Context: an optimization exercise on an open-source flow, tuned for small area. The choices shown serve that exercise and are no tape-out recipe. The RTL was checked by simulation tests, not by an equivalence proof against the original design. Power figures rest on the tool's default switching activity, not on a simulated workload.

## zmr8_fltch
module zmr8_fltch (
    input  wire        clk,
    input  wire        rst,             
    input  wire [3:0]  pkt,             
    input  wire        pkt_ovr,         
    input  wire        clamp_i,         
    input  wire        sync,            
    input  wire [1:0]  cfg_preset,      
    input  wire [1:0]  cfg_rank,        
    input  wire [23:0] cfg_calg,        
    input  wire [23:0] cfg_calo,        
    input  wire [1:0]  cfg_then,        
    input  wire [1:0]  cfg_th0_mode,
    input  wire [23:0] cfg_th0_level,
    input  wire [15:0] cfg_th0_hyst,    
    input  wire [15:0] cfg_th0_dur,
    input  wire [1:0]  cfg_th1_mode,
    input  wire [23:0] cfg_th1_level,
    input  wire [15:0] cfg_th1_hyst,
    input  wire [15:0] cfg_th1_dur,
    output reg         out_valid,
    output reg  [23:0] out_value,
    output reg         out_ovr,
    output reg         out_disturb,
    output reg         out_settling,
    output reg         out_clamped,
    output wire [1:0]  th_active,
    output reg  [1:0]  th_rise,
    output reg  [1:0]  th_fall,
    output reg  [15:0] th0_count,
    output reg  [15:0] th1_count
);
    localparam H = 27;                  
    function [56:0] f_add;
        input [55:0] a;
        input [55:0] b;
  ...
Size in the first run: about 5,300 cells after synthesis, ~1,100 flip-flops, ~250 I/O pins, about 0.053 mm2 of cells after synthesis.
Settings: LEC_CHECK=0, ABC_AREA=1, CAP_MARGIN=20, CORE_MARGIN=2, CORE_UTILIZATION=65, PLACE_DENSITY=0.75, SLEW_MARGIN=20, SYNTH_HIERARCHICAL=1; clock period 20.0 ns.
standard.sh (not shown) runs the stock make flow with config.mk's settings and CLKGATE_MAP_FILE= SYNTH_SCRIPT=/design/flow/synth_recipe.tcl, a recipe that flattens the netlist after the stock synthesis.
==> flow/flow/run.sh <==
#!/bin/bash
# Layout: the standard flow (standard.sh, its synthesis unchanged), with
# two changes: the port buffers are the smallest buffer (buf_1), and clock
# tree synthesis uses large sink clusters on clkbuf_16 leaf buffers and
# inserts no dummy loads. The tools' output goes to standard.log and to the
# ORFS logs under orfs/logs.
export BUFFER_PORTS_ARGS="-buffer_cell sky130_fd_sc_hd__buf_1"
export CTS_ARGS="-sink_clustering_enable -repair_clock_nets -buf_list {sky130_fd_sc_hd__clkbuf_16} -sink_clustering_size 25 -sink_clustering_max_diameter 80 -dont_use_dummy_load"
bash standard.sh > standard.log 2>&1
Edit:
--- a/flow/design.v
+++ b/flow/design.v
@@ -320,20 +320,21 @@
     reg        b_inv;
     always @(*) begin
         a_op   = acc;
         b_op   = 56'd0;
         b_inv  = 1'b0;
         if (lowd) case (p)
             5'd5:  begin a_op = r_scale; b_op = w_ext; end
-            5'd6:  begin a_op = {{4{acc[55]}}, acc[55:4]}; b_op = w_ext; b_inv = 1'b1; end
-            5'd7, 5'd9, 5'd11, 5'd12:
+            5'd6:  a_op = {{2{acc[55]}}, acc[55:2]};
+            5'd7:  begin a_op = {{2{acc[55]}}, acc[55:2]}; b_op = w_ext; b_inv = 1'b1; end
+            5'd8, 5'd10, 5'd12, 5'd13:
                    begin a_op = {{3{acc[55]}}, acc[55:3]}; b_op = w_ext; end
-            5'd8, 5'd10:
+            5'd9, 5'd11:
                    begin a_op = {{3{acc[55]}}, acc[55:3]}; b_op = w_ext; b_inv = 1'b1; end
-            5'd13: begin
+            5'd14: begin
                 a_op  = {{30{code[25]}}, code};
                 b_op  = {{32{calo_q[23]}}, calo_q};
                 b_inv = 1'b1;
             end
             5'd16, 5'd17, 5'd18, 5'd19, 5'd20, 5'd21,
             5'd22, 5'd23, 5'd24, 5'd25, 5'd26, 5'd27: begin
                 a_op  = (p == 5'd16) ? r_cal : {{2{acc[55]}}, acc[55:2]};
@@ -381,15 +382,15 @@
         end else if (rank_q == 2'd2) begin
             med = (r0_5 == 3'd2) ? x0 : (r1_5 == 3'd2) ? v1 :
                   (r2_5 == 3'd2) ? v2 : (r3_5 == 3'd2) ? v3 : v4;
         end else begin
             med = x0;
         end
     end
-    wire med_step = lowp && (p == 5'd14);
+    wire med_step = lowp && (p == 5'd15);
     always @(posedge clk) begin
         if (med_step) begin
             v1 <= x0; v2 <= v1; v3 <= v2; v4 <= v3;
             b12 <= x_le1; b13 <= x_le2; b14 <= x_le3;
             b23 <= b12;   b24 <= b13;   b34 <= b23;
         end
     end
Worst setup slack improves by 330 ps.
Clock skew hardly moves.
Via count drops by 1.1%.
Final cell count drops by 1.3%.
Fmax climbs by 1.8%.
Area after synthesis drops by 0.95%.
Power climbs by 1.1%.
Cell area drops by 0.66%.
Die area drops by 0.94%.
Core utilization climbs by 0.54 points.
Wire length climbs by 4.9%.
Critical path depth stays the same.
Hold slack stays flat.

-- port drivers added, routing unchanged --
The results above use ideal ports. As a check the final layouts listed here were re-extracted and re-timed, cells and wires unchanged. Step 1: set_driving_cell puts a clkbuf_16 on clk and a buf_2 on each other input, an assumption about the parent block. Step 2, shift: input delay + t, output delay - t, t = (earliest + latest rising clock arrival at the registers) / 2. This alone moves slack from input paths to output paths. Three values: ideal ports, drivers, drivers and shift; two values: the first two.
| run | shift t [ns] | setup slack, ns | worst setup path at the end | latest minus earliest clock arrival (ns) | slew at the worst register clock pin (ns) |
|---|---|---|---|---|---|
| the first run | 0.703 | 1.810 / 1.810 / 1.810 | register to register | 0.073 / 0.073 | 0.10 / 0.10 |
| the second run | 0.695 | 2.139 / 2.139 / 2.139 | register to register | 0.068 / 0.069 | 0.11 / 0.11 |
After both steps setup and hold are still met in every run listed.
